What follows belongs to an exercise in optimizing a design on an open flow for small area, a short achievable clock period and few clock cycles per item; a production flow would make more cautious choices. In this exercise RTL edits were held to simulation tests only and were not proved equivalent to the original.

==> design/flow/design.v <==
module fpu_lzc #(
    parameter W  = 32,
    parameter CW = 6
) (
    input  wire [W-1:0]  x,
    output reg  [CW-1:0] count
);
    integer i;
    always @* begin
        count = W[CW-1:0];
        for (i = 0; i < W; i = i + 1)
            if (x[i]) count = W[CW-1:0] - 1'b1 - i[CW-1:0];
    end
endmodule
module fpu_round (
    input  wire              sign,
    input  wire signed [9:0] exp,
    input  wire [26:0]       sig,
    input  wire [1:0]        rm,
    output reg  [31:0]       res,
    output wire              of,
    output wire              uf,
    output wire              nx
);
    wire              subn      = (exp < 10'sd1);
    wire signed [9:0] shamt_raw = 10'sd1 - exp;
    wire [4:0]        shamt     = !subn ? 5'd0 :
                                  (shamt_raw > 10'sd27) ? 5'd27 : shamt_raw[4:0];
    wire [53:0]       wide      = {sig, 27'b0} >> shamt;
    wire [26:0]       sh        = {wide[53:28], |wide[27:0]};
    wire lsb  = sh[3];
    wire g    = sh[2];
    wire rest = |sh[1:0];
    wire nx_raw = g | rest;
    reg up;
    always @* begin
        case (rm)
            2'd0:    up = g & (rest | lsb);
            2'd1:    up = 1'b0;
            2'd2:    up = sign & nx_raw;
            default: up = ~sign & nx_raw;
        endcase
    end
    wire [24:0] m = {1'b0, sh[26:3]} + {24'b0, up};
    wire g0    = sig[2];
    wire rest0 = |sig[1:0];
    wire nx0   = g0 | rest0;
    reg  up0;
    always @* begin
        case (rm)
            2'd0:    up0 = g0 & (rest0 | sig[3]);
            2'd1:    up0 = 1'b0;
            2'd2:    up0 = sign & nx0;
            default: up0 = ~sign & nx0;
        endcase
    end
    wire carry0 = (&sig[26:3]) & up0;
    wire tiny   = subn & !((exp == 10'sd0) & carry0);
    wire signed [10:0] e_fin = subn ? {10'b0, m[23]} : ({exp[9], exp} + {10'b0, m[24]});
    wire [22:0]        frac  = (!subn & m[24]) ? m[23:1] : m[22:0];
    wire               ovf   = !subn & (e_fin >= 11'sd255);
    wire to_inf = (rm == 2'd0) | ((rm == 2'd2) & sign) | ((rm == 2'd3) & ~sign);
    always @* begin
        if (ovf)
            res = to_inf ? {sign, 8'hff, 23'h0} : {sign, 8'hfe, 23'h7fffff};
        else
            res = {sign, e_fin[7:0], frac};
    end
    assign of = ovf;
    assign uf = tiny & nx_raw;
    assign nx = nx_raw | ovf;
endmodule
module fpu_addsub (
    input  wire [31:0] a,
    input  wire [31:0] b,
    input  wire        sub,
    input  wire [1:0]  rm,
    output reg  [31:0] res,
    output reg  [4:0]  flags     
);
    wire       sa = a[31];
    wire       sb = b[31] ^ sub;
    wire [7:0] ea = a[30:23];
    wire [7:0] eb = b[30:23];
    wire [22:0] fa = a[22:0];
    wire [22:0] fb = b[22:0];
    wire nan_a  = (ea == 8'hff) & (fa != 0);
    wire nan_b  = (eb == 8'hff) & (fb != 0);
    wire snan   = (nan_a & ~fa[22]) | (nan_b & ~fb[22]);
    wire inf_a  = (ea == 8'hff) & (fa == 0);
    wire inf_b  = (eb == 8'hff) & (fb == 0);
    wire effsub = sa ^ sb;
    wire        swap    = b[30:0] > a[30:0];
    wire [7:0]  e_big   = swap ? eb : ea;
    wire [7:0]  e_sml   = swap ? ea : eb;
    wire [22:0] f_big   = swap ? fb : fa;
    wire [22:0] f_sml   = swap ? fa : fb;
    wire        s_big   = swap ? sb : sa;
    wire [7:0]  ee_big  = (e_big == 0) ? 8'd1 : e_big;
    wire [7:0]  ee_sml  = (e_sml == 0) ? 8'd1 : e_sml;
    wire [23:0] m_big   = {e_big != 0, f_big};
    wire [23:0] m_sml   = {e_sml != 0, f_sml};
    wire [7:0]  d       = ee_big - ee_sml;
    wire [5:0]  dd      = (d > 8'd50) ? 6'd50 : d[5:0];
    wire [99:0] b_wide  = {m_sml, 26'b0, 50'b0} >> dd;
    wire        lost    = |b_wide[49:0];
    wire [50:0] op_a    = {1'b0, m_big, 26'b0};
    wire [50:0] op_b    = {1'b0, b_wide[99:51], b_wide[50] | lost};
    wire [50:0] sum     = effsub ? (op_a - op_b) : (op_a + op_b);
    wire [5:0]  lz;
    fpu_lzc #(.W(51), .CW(6)) u_lzc (.x(sum), .count(lz));
    wire [50:0] norm    = sum << lz;
    wire signed [9:0] exp = $signed({2'b0, ee_big}) + 10'sd1 - $signed({4'b0, lz});
    wire [26:0] sig     = {norm[50:25], |norm[24:0]};
    wire [31:0] r_res;
    wire        r_of, r_uf, r_nx;
    fpu_round u_round (
        .sign(s_big), .exp(exp), .sig(sig), .rm(rm),
        .res(r_res), .of(r_of), .uf(r_uf), .nx(r_nx)
    );
    always @* begin
        if (nan_a | nan_b) begin
            res   = 32'h7fc00000;
            flags = {snan, 4'b0};
        end else if (inf_a & inf_b & effsub) begin
            res   = 32'h7fc00000;
            flags = 5'b10000;
        end else if (inf_a) begin
            res   = {sa, 8'hff, 23'h0};
            flags = 5'b0;
        end else if (inf_b) begin
            res   = {sb, 8'hff, 23'h0};
            flags = 5'b0;
        end else if (sum == 0) begin
            res   = {effsub ? (rm == 2'd2) : sa, 31'b0};
            flags = 5'b0;
        end else begin
            res   = r_res;
            flags = {2'b0, r_of, r_uf, r_nx};
        end
    end
endmodule
module fpu_mul (
    input  wire [31:0] a,
    input  wire [31:0] b,
    input  wire [1:0]  rm,
    output reg  [31:0] res,
    output reg  [4:0]  flags     
);
    wire        sr = a[31] ^ b[31];
    wire [7:0]  ea = a[30:23];
    wire [7:0]  eb = b[30:23];
    wire [22:0] fa = a[22:0];
    wire [22:0] fb = b[22:0];
    wire nan_a  = (ea == 8'hff) & (fa != 0);
    wire nan_b  = (eb == 8'hff) & (fb != 0);
    wire snan   = (nan_a & ~fa[22]) | (nan_b & ~fb[22]);
    wire inf_a  = (ea == 8'hff) & (fa == 0);
    wire inf_b  = (eb == 8'hff) & (fb == 0);
    wire zero_a = (ea == 0) & (fa == 0);
    wire zero_b = (eb == 0) & (fb == 0);
    wire [23:0] ma = {ea != 0, fa};
    wire [23:0] mb = {eb != 0, fb};
    wire [4:0]  lza, lzb;
    fpu_lzc #(.W(24), .CW(5)) u_lza (.x(ma), .count(lza));
    fpu_lzc #(.W(24), .CW(5)) u_lzb (.x(mb), .count(lzb));
    wire [23:0] man = ma << lza;
    wire [23:0] mbn = mb << lzb;
    wire signed [9:0] xa = $signed({2'b0, (ea == 0) ? 8'd1 : ea}) - $signed({5'b0, lza});
    wire signed [9:0] xb = $signed({2'b0, (eb == 0) ? 8'd1 : eb}) - $signed({5'b0, lzb});
    wire [47:0] p   = man * mbn;
    wire signed [9:0] exp = xa + xb - 10'sd127 + $signed({9'b0, p[47]});
    wire [26:0] sig = p[47] ? {p[47:22], |p[21:0]} : {p[46:21], |p[20:0]};
    wire [31:0] r_res;
    wire        r_of, r_uf, r_nx;
    fpu_round u_round (
        .sign(sr), .exp(exp), .sig(sig), .rm(rm),
        .res(r_res), .of(r_of), .uf(r_uf), .nx(r_nx)
    );
    always @* begin
        if (nan_a | nan_b) begin
            res   = 32'h7fc00000;
            flags = {snan, 4'b0};
        end else if ((inf_a & zero_b) | (zero_a & inf_b)) begin
            res   = 32'h7fc00000;
            flags = 5'b10000;
        end else if (inf_a | inf_b) begin
            res   = {sr, 8'hff, 23'h0};
            flags = 5'b0;
        end else if (zero_a | zero_b) begin
            res   = {sr, 31'b0};
            flags = 5'b0;
        end else begin
            res   = r_res;
            flags = {2'b0, r_of, r_uf, r_nx};
        end
    end
endmodule
module fpu_divsqrt (
    input  wire        clk,
    input  wire        rst,
    input  wire        start,
    input  wire        is_sqrt,
    input  wire [31:0] a,
    input  wire [31:0] b,
    input  wire [1:0]  rm,
    output wire        done,
    output reg  [31:0] res,
    output reg  [4:0]  flags     
);
    localparam S_IDLE = 2'd0, S_ITER = 2'd1, S_DONE = 2'd2;
    wire [7:0]  ea = a[30:23];
    wire [7:0]  eb = b[30:23];
    wire [22:0] fa = a[22:0];
    wire [22:0] fb = b[22:0];
    wire nan_a  = (ea == 8'hff) & (fa != 0);
    wire nan_b  = (eb == 8'hff) & (fb != 0);
    wire inf_a  = (ea == 8'hff) & (fa == 0);
    wire inf_b  = (eb == 8'hff) & (fb == 0);
    wire zero_a = (ea == 0) & (fa == 0);
    wire zero_b = (eb == 0) & (fb == 0);
    wire snan_a = nan_a & ~fa[22];
    wire snan_b = nan_b & ~fb[22];
    wire [23:0] ma = {ea != 0, fa};
    wire [23:0] mb = {eb != 0, fb};
    wire [4:0]  lza, lzb;
    fpu_lzc #(.W(24), .CW(5)) u_lza (.x(ma), .count(lza));
    fpu_lzc #(.W(24), .CW(5)) u_lzb (.x(mb), .count(lzb));
    wire [23:0] man = ma << lza;
    wire [23:0] mbn = mb << lzb;
    wire signed [9:0] xa = $signed({2'b0, (ea == 0) ? 8'd1 : ea}) - $signed({5'b0, lza});
    wire signed [9:0] xb = $signed({2'b0, (eb == 0) ? 8'd1 : eb}) - $signed({5'b0, lzb});
    reg        sp_hit;
    reg [31:0] sp_res;
    reg [4:0]  sp_flags;
    always @* begin
        sp_hit   = 1'b1;
        sp_res   = 32'h7fc00000;
        sp_flags = 5'b0;
        if (is_sqrt) begin
            if (nan_a)
                sp_flags = {snan_a, 4'b0};
            else if (zero_a)
                sp_res = a;
            else if (a[31])
                sp_flags = 5'b10000;
            else if (inf_a)
                sp_res = a;
            else
                sp_hit = 1'b0;
        end else begin
            if (nan_a | nan_b)
                sp_flags = {snan_a | snan_b, 4'b0};
            else if ((inf_a & inf_b) | (zero_a & zero_b))
                sp_flags = 5'b10000;
            else if (inf_a)
                sp_res = {a[31] ^ b[31], 8'hff, 23'h0};
            else if (zero_b) begin
                sp_res   = {a[31] ^ b[31], 8'hff, 23'h0};
                sp_flags = 5'b01000;
            end else if (zero_a | inf_b)
                sp_res = {a[31] ^ b[31], 31'b0};
            else
                sp_hit = 1'b0;
        end
    end
    wire              a_lt_b   = man < mbn;
    wire signed [9:0] div_exp  = xa - xb + 10'sd127 - (a_lt_b ? 10'sd1 : 10'sd0);
    wire [25:0]       div_rem0 = a_lt_b ? {1'b0, man, 1'b0} : {2'b0, man};
    wire signed [9:0] sq_e     = xa - 10'sd127;
    wire [24:0]       sq_rad   = sq_e[0] ? {man, 1'b0} : {1'b0, man};
    wire signed [9:0] sq_eh    = sq_e - (sq_e[0] ? 10'sd1 : 10'sd0);
    wire signed [9:0] sq_exp   = (sq_eh >>> 1) + 10'sd127;
    reg [1:0]         state;
    reg [4:0]         count;
    reg               op_sqrt;
    reg               special;
    reg [31:0]        s_res;
    reg [4:0]         s_flags;
    reg               r_sign;
    reg signed [9:0]  r_exp;
    reg [1:0]         r_rm;
    reg [29:0]        rem;       
    reg [23:0]        divisor;
    reg [51:0]        rad;       
    reg [25:0]        q;         
    wire [29:0] div_rem_shift = {rem[28:0], 1'b0};
    wire [29:0] sq_bring      = {rem[27:0], rad[51:50]};
    wire [29:0] sq_trial      = {2'b0, q[25:0], 2'b01};
    wire [29:0] div_diff      = rem - {6'b0, divisor};
    wire [29:0] sq_diff       = sq_bring - sq_trial;
    always @(posedge clk) begin
        if (rst) begin
            state <= S_IDLE;
        end else begin
            case (state)
                S_IDLE: if (start) begin
                    op_sqrt <= is_sqrt;
                    special <= sp_hit;
                    s_res   <= sp_res;
                    s_flags <= sp_flags;
                    r_rm    <= rm;
                    q       <= 26'b0;
                    count   <= 5'd25;
                    divisor <= mbn;
                    if (is_sqrt) begin
                        r_sign <= 1'b0;
                        r_exp  <= sq_exp;
                        rem    <= 30'b0;
                        rad    <= {sq_rad, 27'b0};
                    end else begin
                        r_sign <= a[31] ^ b[31];
                        r_exp  <= div_exp;
                        rem    <= {4'b0, div_rem0};
                        rad    <= 52'b0;
                    end
                    state <= sp_hit ? S_DONE : S_ITER;
                end
                S_ITER: begin
                    if (op_sqrt) begin
                        if (sq_bring >= sq_trial) begin
                            rem <= sq_diff;
                            q   <= {q[24:0], 1'b1};
                        end else begin
                            rem <= sq_bring;
                            q   <= {q[24:0], 1'b0};
                        end
                        rad <= {rad[49:0], 2'b0};
                    end else begin
                        if (rem >= {6'b0, divisor}) begin
                            rem <= {div_diff[28:0], 1'b0};
                            q   <= {q[24:0], 1'b1};
                        end else begin
                            rem <= div_rem_shift;
                            q   <= {q[24:0], 1'b0};
                        end
                    end
                    count <= count - 5'd1;
                    if (count == 5'd0)
                        state <= S_DONE;
                end
                default: state <= S_IDLE;
            endcase
        end
    end
    wire [31:0] r_res;
    wire        r_of, r_uf, r_nx;
    fpu_round u_round (
        .sign(r_sign), .exp(r_exp), .sig({q, rem != 30'b0}), .rm(r_rm),
        .res(r_res), .of(r_of), .uf(r_uf), .nx(r_nx)
    );
    assign done = (state == S_DONE);
    always @* begin
        if (special) begin
            res   = s_res;
            flags = s_flags;
        end else begin
            res   = r_res;
            flags = {2'b0, r_of, r_uf, r_nx};
        end
    end
endmodule
module fpu_cvt (
    input  wire [31:0] a,
    input  wire        to_int,     
    input  wire        is_unsigned,
    input  wire [1:0]  rm,
    output reg  [31:0] res,
    output reg  [4:0]  flags       
);
    wire        i_neg  = ~is_unsigned & a[31];
    wire [31:0] i_mag  = i_neg ? (~a + 32'd1) : a;
    wire [5:0]  i_lz;
    fpu_lzc #(.W(32), .CW(6)) u_lzc (.x(i_mag), .count(i_lz));
    wire [31:0] i_norm = i_mag << i_lz;
    wire signed [9:0] i_exp = 10'sd158 - $signed({4'b0, i_lz});
    wire [26:0] i_sig  = {i_norm[31:6], |i_norm[5:0]};
    wire [31:0] r_res;
    wire        r_of, r_uf, r_nx;
    fpu_round u_round (
        .sign(i_neg), .exp(i_exp), .sig(i_sig), .rm(rm),
        .res(r_res), .of(r_of), .uf(r_uf), .nx(r_nx)
    );
    wire        f_sign = a[31];
    wire [7:0]  f_e    = a[30:23];
    wire [22:0] f_f    = a[22:0];
    wire        f_nan  = (f_e == 8'hff) & (f_f != 0);
    wire [7:0]  f_ee   = (f_e == 0) ? 8'd1 : f_e;
    wire [23:0] f_m    = {f_e != 0, f_f};
    wire        f_big  = f_ee >= 8'd150;
    wire [7:0]  f_lsh  = f_ee - 8'd150;
    wire [7:0]  f_rsh  = 8'd150 - f_ee;
    wire [5:0]  f_rs   = (f_rsh > 8'd32) ? 6'd32 : f_rsh[5:0];
    wire [55:0] f_wide = {f_m, 32'b0} >> f_rs;
    wire [23:0] f_int  = f_wide[55:32];
    wire        f_g    = f_big ? 1'b0 : f_wide[31];
    wire        f_st   = f_big ? 1'b0 : |f_wide[30:0];
    wire        f_nx   = f_g | f_st;
    reg up;
    always @* begin
        case (rm)
            2'd0:    up = f_g & (f_st | f_int[0]);
            2'd1:    up = 1'b0;
            2'd2:    up = f_sign & f_nx;
            default: up = ~f_sign & f_nx;
        endcase
    end
    wire [31:0] f_mag = f_big ? ({8'b0, f_m} << f_lsh[3:0]) : ({8'b0, f_int} + {31'b0, up});
    always @* begin
        res   = 32'b0;
        flags = 5'b0;
        if (!to_int) begin
            if (a == 32'b0) begin
                res   = 32'b0;
                flags = 5'b0;
            end else begin
                res   = r_res;
                flags = {2'b0, r_of, r_uf, r_nx};
            end
        end else if (!is_unsigned) begin
            if (f_nan) begin
                res   = 32'b0;
                flags = 5'b10000;
            end else if (f_ee >= 8'd158) begin
                if (f_sign && f_e == 8'd158 && f_f == 0) begin
                    res   = 32'h80000000;
                end else begin
                    res   = f_sign ? 32'h80000000 : 32'h7fffffff;
                    flags = 5'b10000;
                end
            end else begin
                res   = f_sign ? (~f_mag + 32'd1) : f_mag;
                flags = {4'b0, f_nx};
            end
        end else begin
            if (f_nan) begin
                res   = 32'b0;
                flags = 5'b10000;
            end else if (f_ee >= 8'd159) begin
                res   = f_sign ? 32'h0 : 32'hffffffff;
                flags = 5'b10000;
            end else if (f_sign) begin
                res   = 32'b0;
                flags = (f_mag != 0) ? 5'b10000 : {4'b0, f_nx};
            end else begin
                res   = f_mag;
                flags = {4'b0, f_nx};
            end
        end
    end
endmodule
module fpu_cmp (
    input  wire [31:0] a,
    input  wire [31:0] b,
    input  wire [4:0]  func,
    output reg  [31:0] res,
    output reg  [4:0]  flags       
);
    wire [7:0]  ea = a[30:23];
    wire [7:0]  eb = b[30:23];
    wire [22:0] fa = a[22:0];
    wire [22:0] fb = b[22:0];
    wire nan_a  = (ea == 8'hff) & (fa != 0);
    wire nan_b  = (eb == 8'hff) & (fb != 0);
    wire snan_a = nan_a & ~fa[22];
    wire snan_b = nan_b & ~fb[22];
    wire any_nan  = nan_a | nan_b;
    wire any_snan = snan_a | snan_b;
    wire both_zero = (a[30:0] == 0) & (b[30:0] == 0);
    wire lt_total = (a[31] & ~b[31]) |
                    (~a[31] & ~b[31] & (a[30:0] < b[30:0])) |
                    (a[31] & b[31] & (a[30:0] > b[30:0]));
    wire eq  = (a == b) | both_zero;
    wire lt  = lt_total & ~both_zero;
    wire [31:0] vmin = nan_a ? (nan_b ? 32'h7fc00000 : b) : nan_b ? a : (lt_total ? a : b);
    wire [31:0] vmax = nan_a ? (nan_b ? 32'h7fc00000 : b) : nan_b ? a : (lt_total ? b : a);
    wire sub_a  = (ea == 0) & (fa != 0);
    wire zero_a = (ea == 0) & (fa == 0);
    wire inf_a  = (ea == 8'hff) & (fa == 0);
    wire norm_a = (ea != 0) & (ea != 8'hff);
    wire [9:0] cls = {nan_a & fa[22], snan_a,
                      ~a[31] & inf_a, ~a[31] & norm_a, ~a[31] & sub_a, ~a[31] & zero_a,
                       a[31] & zero_a, a[31] & sub_a, a[31] & norm_a, a[31] & inf_a};
    always @* begin
        res   = 32'b0;
        flags = 5'b0;
        case (func)
            5'h05: begin res = vmin; flags = {any_snan, 4'b0}; end
            5'h06: begin res = vmax; flags = {any_snan, 4'b0}; end
            5'h08: res = {1'b0, a[30:0]};
            5'h09: res = {~a[31], a[30:0]};
            5'h18: begin res = {31'b0, ~any_nan & eq};        flags = {any_snan, 4'b0}; end
            5'h19: begin res = {31'b0, ~any_nan & lt};        flags = {any_nan, 4'b0};  end
            5'h1a: begin res = {31'b0, ~any_nan & (lt | eq)}; flags = {any_nan, 4'b0};  end
            5'h1b: begin res = {31'b0, any_nan};              flags = {any_snan, 4'b0}; end
            5'h1c: res = {22'b0, cls};
            default: ;
        endcase
    end
endmodule
module cop1_fpu (
    input  wire        clk,
    input  wire        rst,
    input  wire        in_valid,
    output wire        in_ready,
    input  wire [4:0]  in_func,
    input  wire [1:0]  in_rm,
    input  wire [31:0] in_a,
    input  wire [31:0] in_b,
    output reg         out_valid,
    output reg  [31:0] out_result,
    output reg  [4:0]  out_flags
);
    localparam F_FADD    = 5'h00, F_FSUB    = 5'h01, F_FMUL   = 5'h02,
               F_FDIV    = 5'h03, F_FSQRT   = 5'h04,
               F_FCVTSW  = 5'h10, F_FCVTSWU = 5'h11,
               F_FCVTWS  = 5'h12, F_FCVTWUS = 5'h13;
    localparam S_IDLE = 2'd0, S_EXEC = 2'd1, S_WAIT = 2'd2;
    reg [1:0]  state;
    reg [4:0]  func;
    reg [1:0]  rm;
    reg [31:0] a, b;
    wire [31:0] add_res, mul_res, cvt_res, cmp_res, ds_res;
    wire [4:0]  add_flags, mul_flags, cvt_flags, cmp_flags, ds_flags;
    wire        ds_done;
    wire is_divsqrt = (func == F_FDIV) | (func == F_FSQRT);
    fpu_addsub u_add (
        .a(a), .b(b), .sub(func == F_FSUB), .rm(rm),
        .res(add_res), .flags(add_flags)
    );
    fpu_mul u_mul (
        .a(a), .b(b), .rm(rm),
        .res(mul_res), .flags(mul_flags)
    );
    fpu_cvt u_cvt (
        .a(a), .to_int(func[1]), .is_unsigned(func[0]), .rm(rm),
        .res(cvt_res), .flags(cvt_flags)
    );
    fpu_cmp u_cmp (
        .a(a), .b(b), .func(func),
        .res(cmp_res), .flags(cmp_flags)
    );
    fpu_divsqrt u_divsqrt (
        .clk(clk), .rst(rst),
        .start(state == S_EXEC && is_divsqrt), .is_sqrt(func == F_FSQRT),
        .a(a), .b(b), .rm(rm),
        .done(ds_done), .res(ds_res), .flags(ds_flags)
    );
    reg [31:0] exec_res;
    reg [4:0]  exec_flags;
    always @* begin
        case (func)
            F_FADD, F_FSUB: begin exec_res = add_res; exec_flags = add_flags; end
            F_FMUL:         begin exec_res = mul_res; exec_flags = mul_flags; end
            F_FCVTSW, F_FCVTSWU, F_FCVTWS, F_FCVTWUS:
                            begin exec_res = cvt_res; exec_flags = cvt_flags; end
            default:        begin exec_res = cmp_res; exec_flags = cmp_flags; end
        endcase
    end
    assign in_ready = (state == S_IDLE);
    always @(posedge clk) begin
        if (rst) begin
            state     <= S_IDLE;
            out_valid <= 1'b0;
        end else begin
            out_valid <= 1'b0;
            case (state)
                S_IDLE: if (in_valid) begin
                    func  <= in_func;
                    rm    <= in_rm;
                    a     <= in_a;
                    b     <= in_b;
                    state <= S_EXEC;
                end
                S_EXEC: begin
                    if (is_divsqrt) begin
                        state <= S_WAIT;
                    end else begin
                        out_valid  <= 1'b1;
                        out_result <= exec_res;
                        out_flags  <= exec_flags;
                        state      <= S_IDLE;
                    end
                end
                S_WAIT: if (ds_done) begin
                    out_valid  <= 1'b1;
                    out_result <= ds_res;
                    out_flags  <= ds_flags;
                    state      <= S_IDLE;
                end
                default: state <= S_IDLE;
            endcase
        end
    end
endmodule
==> design/flow/run.sh <==
#!/bin/bash
# synth_recipe.tcl (not shown) runs the flow's synth.tcl, then flattens the netlist and writes it again
# the make line also repeats each setting of config.mk as NAME=value (left out here)
make -C /OpenROAD-flow-scripts/flow DESIGN_CONFIG=/design/flow/config.mk WORK_HOME=/design/flow/orfs CLKGATE_MAP_FILE= SYNTH_SCRIPT=/design/flow/synth_recipe.tcl finish
==> design/flow/config.mk <==
export PLATFORM = sky130hd
export DESIGN_NAME = cop1_fpu
export DESIGN_NICKNAME = cop1_fpu
export VERILOG_FILES = /design/flow/design.v
export SDC_FILE = /design/flow/constraint.sdc
export NUM_CORES = 4
export LEC_CHECK = 0
export CAP_MARGIN = 20
export CORE_MARGIN = 2
export CORE_UTILIZATION = 40
export SLEW_MARGIN = 20
==> design/flow/constraint.sdc <==
create_clock -name core_clock -period 22.0 [get_ports {clk}]
set_input_delay 4.4000 -clock core_clock [delete_from_list [all_inputs] [get_ports {clk}]]
set_output_delay 4.4000 -clock core_clock [all_outputs]
set_load 0.01 [all_outputs]
==> impl_metrics.csv <==
group,metric,value,unit
route,drcViolationCount,0,
min_path,min-delay-path-class,"flip-flop to flip-flop",
logic_synthesis,synthArstFlopShare,0,
global_route,grt_max_degree,62,
logic_synthesis,syn_area_per_cell,7.41,µm²
sta,slew_violations,0,
route,drt_iter0_drc,10400,
route,vias,80800,
worst_setup_path,crit_top_cell,"buf_4",
clock_network,root_buffer,"clkbuf_16",
global_route,antenna_found_initial,19,
logic_synthesis,synth_area_leaders,"fa_1 13%, edfxtp_1 11%, ha_1 8.0%, mux2i_1 7.2%, nand2_1 6.5%",
worst_setup_path,crit_slowest_cell,"a211oi_1",
sta,fin_crit,21.27,ns
route,ant_nets,0,
logic_synthesis,ys_ff_latch,272,
global_route,grt_pass1_vias,76200,
placement,routabilityCongestion,1.06,
logic_synthesis,synth-seq-area-share,0.111,
placement,place_inst,12400,
clock_network,cts_buffers,40,
worst_setup_path,crit_path_max_fanout,16,
route,wirelength,385000,µm
sta,post-route-period-util,0.967,
job,max_cap_viol_count,0,
global_route,overflow,0,
die,fp.coreArea,181000,µm²
die,die-area,186000,µm²
logic_synthesis,synth_edf_count,267,
sta,setup_viol,0,
logic_synthesis,synth_warnings,10,
global_route,grt_usage,0.400,
sta,timing_hold_violations_final,0,
sta,rsz0062_at_grt,"true",
worst_setup_path,slowest_delay,0.77,ns
layout,utilization,0.455,
sta,fin_ws,0.732,ns
clock_network,max-clock-path-buffers,3,
sta,slew-limit-headroom,0.123,
clock_network,clock_latency,0.70,ns
worst_setup_path,cp.required,22.47,ns
sta,tns,0,ns
die,start_util,0.403,
worst_setup_path,worst-setup-path-type,"flip-flop to flip-flop",
clock_network,cts_tree,"built",
sta,fin_skew,0.0535,ns
layout,drive_above_1_share,0.119,
global_route,grt_pass1_wl,549000,µm
logic_synthesis,synth_top_area_share,0.134,
clock_network,cts.clk_slew.worst_paths,0.06,ns
clock_network,cts.htree.levels,2,
worst_setup_path,crit_arrival,21.74,ns
logic_synthesis,synth_cell_types,137,
layout,layout_commonest_cell,"nand2_1",
route,wl_per_cell,30.8,µm
worst_setup_path,setup.worst_path.start_class,"flip-flop",
die,ios,113,
sta,worstMarginPinSlew,1.31,ns
die,die_y,431,µm
layout,nets,11100,
clock_network,clkSinkCount,272,
worst_setup_path,crit_path_end_kind,"flip-flop",
logic_synthesis,syn_area,72900,µm²
placement,hpwl,314000,µm
layout,final_cells,12500,
die,fp-row-count,156,
layout,layout_common_cells,"1257 x nand2_1, 1023 x nor2_1, 820 x inv_1, 693 x buf_4, 678 x a21oi_1",
sta,max_freq,0.0470,GHz
placement,place_ws,-0.743,ns
die,die_x,431,µm
route,via_per_inst,6.46,
layout,synthToLayoutAreaGrowth,12.9,%
layout,nFillCells,18500,
logic_synthesis,syn_inst,9837,
logic_synthesis,netlist.top_cell.by_area,"fa_1",
route,drt_pass1_iterations,9,
placement,portBuffers,112,
outcome,status,"timing/DRC/antenna clean",
logic_synthesis,ys_dominant_reg_cell,"edfxtp_1",
[area by class of cell]
class | count | area (µm²) | share of cell area
Multi-Input combinational cell | 8088 | 59900 | 0.727
Sequential cell | 272 | 8120 | 0.0986
Timing Repair Buffer | 827 | 6670 | 0.0811
Inverter | 852 | 3230 | 0.0393
Tap cell | 2370 | 2970 | 0.0360
Clock buffer | 46 | 1030 | 0.0126
Clock inverter | 28 | 378 | 0.00459
Antenna cell | 19 | 47.5 | 0.000578
[per-stage QoR]
step           cell area (µm²)  hold WS (ns)
3_5_place_dp             80000         0.511
6_report                 82300         0.529
5_1_grt                  82300         0.540
3_3_place_gp             79900         0.505
4_1_cts                  81500         0.528
2_1_floorplan            73000         0.482
[cells by family after synthesis]
kind of cell / after synthesis / synth area share
other cells: 2 / 0.000103
xor+xnor: 342 / 0.0414
compound gates: 2648 / 0.243
flops: 272 / 0.111
buf+inv: 1497 / 0.0799
fa+ha+maj: 956 / 0.214
mux: 609 / 0.0873
simple gates: 3511 / 0.222
[synth_stat cells (all sizes together), types with 136 or more instances]
| master | n |
|---|---|
| xnor2 | 216 |
| edfxtp | 267 |
| a21oi | 699 |
| mux2i | 523 |
| clkbuf | 497 |
| buf | 148 |
| ha | 467 |
| nor3 | 224 |
| a21o | 136 |
| nand3 | 227 |
| nor2 | 1044 |
| inv | 839 |
| o21ai | 568 |
| nand2 | 1263 |
| fa | 489 |
[routing by layer]
metal / global-route usage / vias up / share of wire
met5: 0 / - / 0.00018
met4: 0.216 / 10 / 0.065
met3: 0.0773 / 908 / 0.098
met2: 0.598 / 4781 / 0.42
met1: 0.541 / 39600 / 0.41
li1: - / 35500 / -
[flip-flops by register name, summed over array words and instances (netlist names), 5 cells and up]
name	count
out_flags	5
u_divsqrt.rem	30
func	5
u_divsqrt.q	26
a	32
u_divsqrt.divisor	24
u_divsqrt.rad	25
u_divsqrt.count	5
out_result	32
u_divsqrt.s_res	32
b	32
u_divsqrt.r_exp	10
[worst max-delay path, delay by kind of cell, from the launching register on]
kind / cells / cell delay, ns
AO/OA/AOI/OAI: 32 / 8.60
XOR/XNOR: 1 / 0.12
adder cells (fa/ha/maj): 9 / 2.51
buffers and inverters: 16 / 2.91
flip-flops: 1 / 0.49
multiplexers: 2 / 0.43
AND/OR/NAND/NOR: 28 / 5.88
[final timing paths]
check	slack, ns	startpoint	cells past startpoint	end
worst max-delay path	0.73	b[14]$_DFFE_PP_	88	out_result[30]$_DFFE_PP_
worst min-delay path	0.53	u_divsqrt.rad[46]$_DFFE_PP_	2	u_divsqrt.rad[48]$_DFFE_PP_
worst max register to register	0.73	b[14]$_DFFE_PP_	88	out_result[30]$_DFFE_PP_
worst min register to register	0.53	u_divsqrt.rad[46]$_DFFE_PP_	2	u_divsqrt.rad[48]$_DFFE_PP_
[timing repair]
action,4_1_cts,5_1_grt
pin swaps,1,12
endpoints found under the setup margin,33,33
hold buffers,0,0
setup buffers,3,41
gates resized for setup,12,95
Testbench counts, summed over its fixed seeds: cycles 44,870, ops 12,000.

-- separate check: timing with driven ports --
No port has a modelled driver above. Below, the same layout with a new extraction and two added sets of constraints.
Step 1 assumes that a clkbuf_16 drives the clock port and a buf_2 every other input.
Step 2 moves the port delays by t, midway between the first and last clock arrival at a register: inputs arrive t later, outputs are due t later. That takes back most of the time a late clock gives input paths.
Slacks: ideal ports / drivers / drivers and shift; pairs: ideal ports / drivers.
t (ns): 0.754
setup slack, ns: 0.732 / 0.732 / 0.732
worst hold slack (ns): 0.529 / 0.529 / 0.529
worst register clock-pin slew, ns: 0.08 / 0.08
worst slew at a driven data input, ns: 0.17
After both steps setup and hold are still met in this run. The setup slack of this run moves by 0.000 ns with the drivers and by 0.000 ns with both steps.
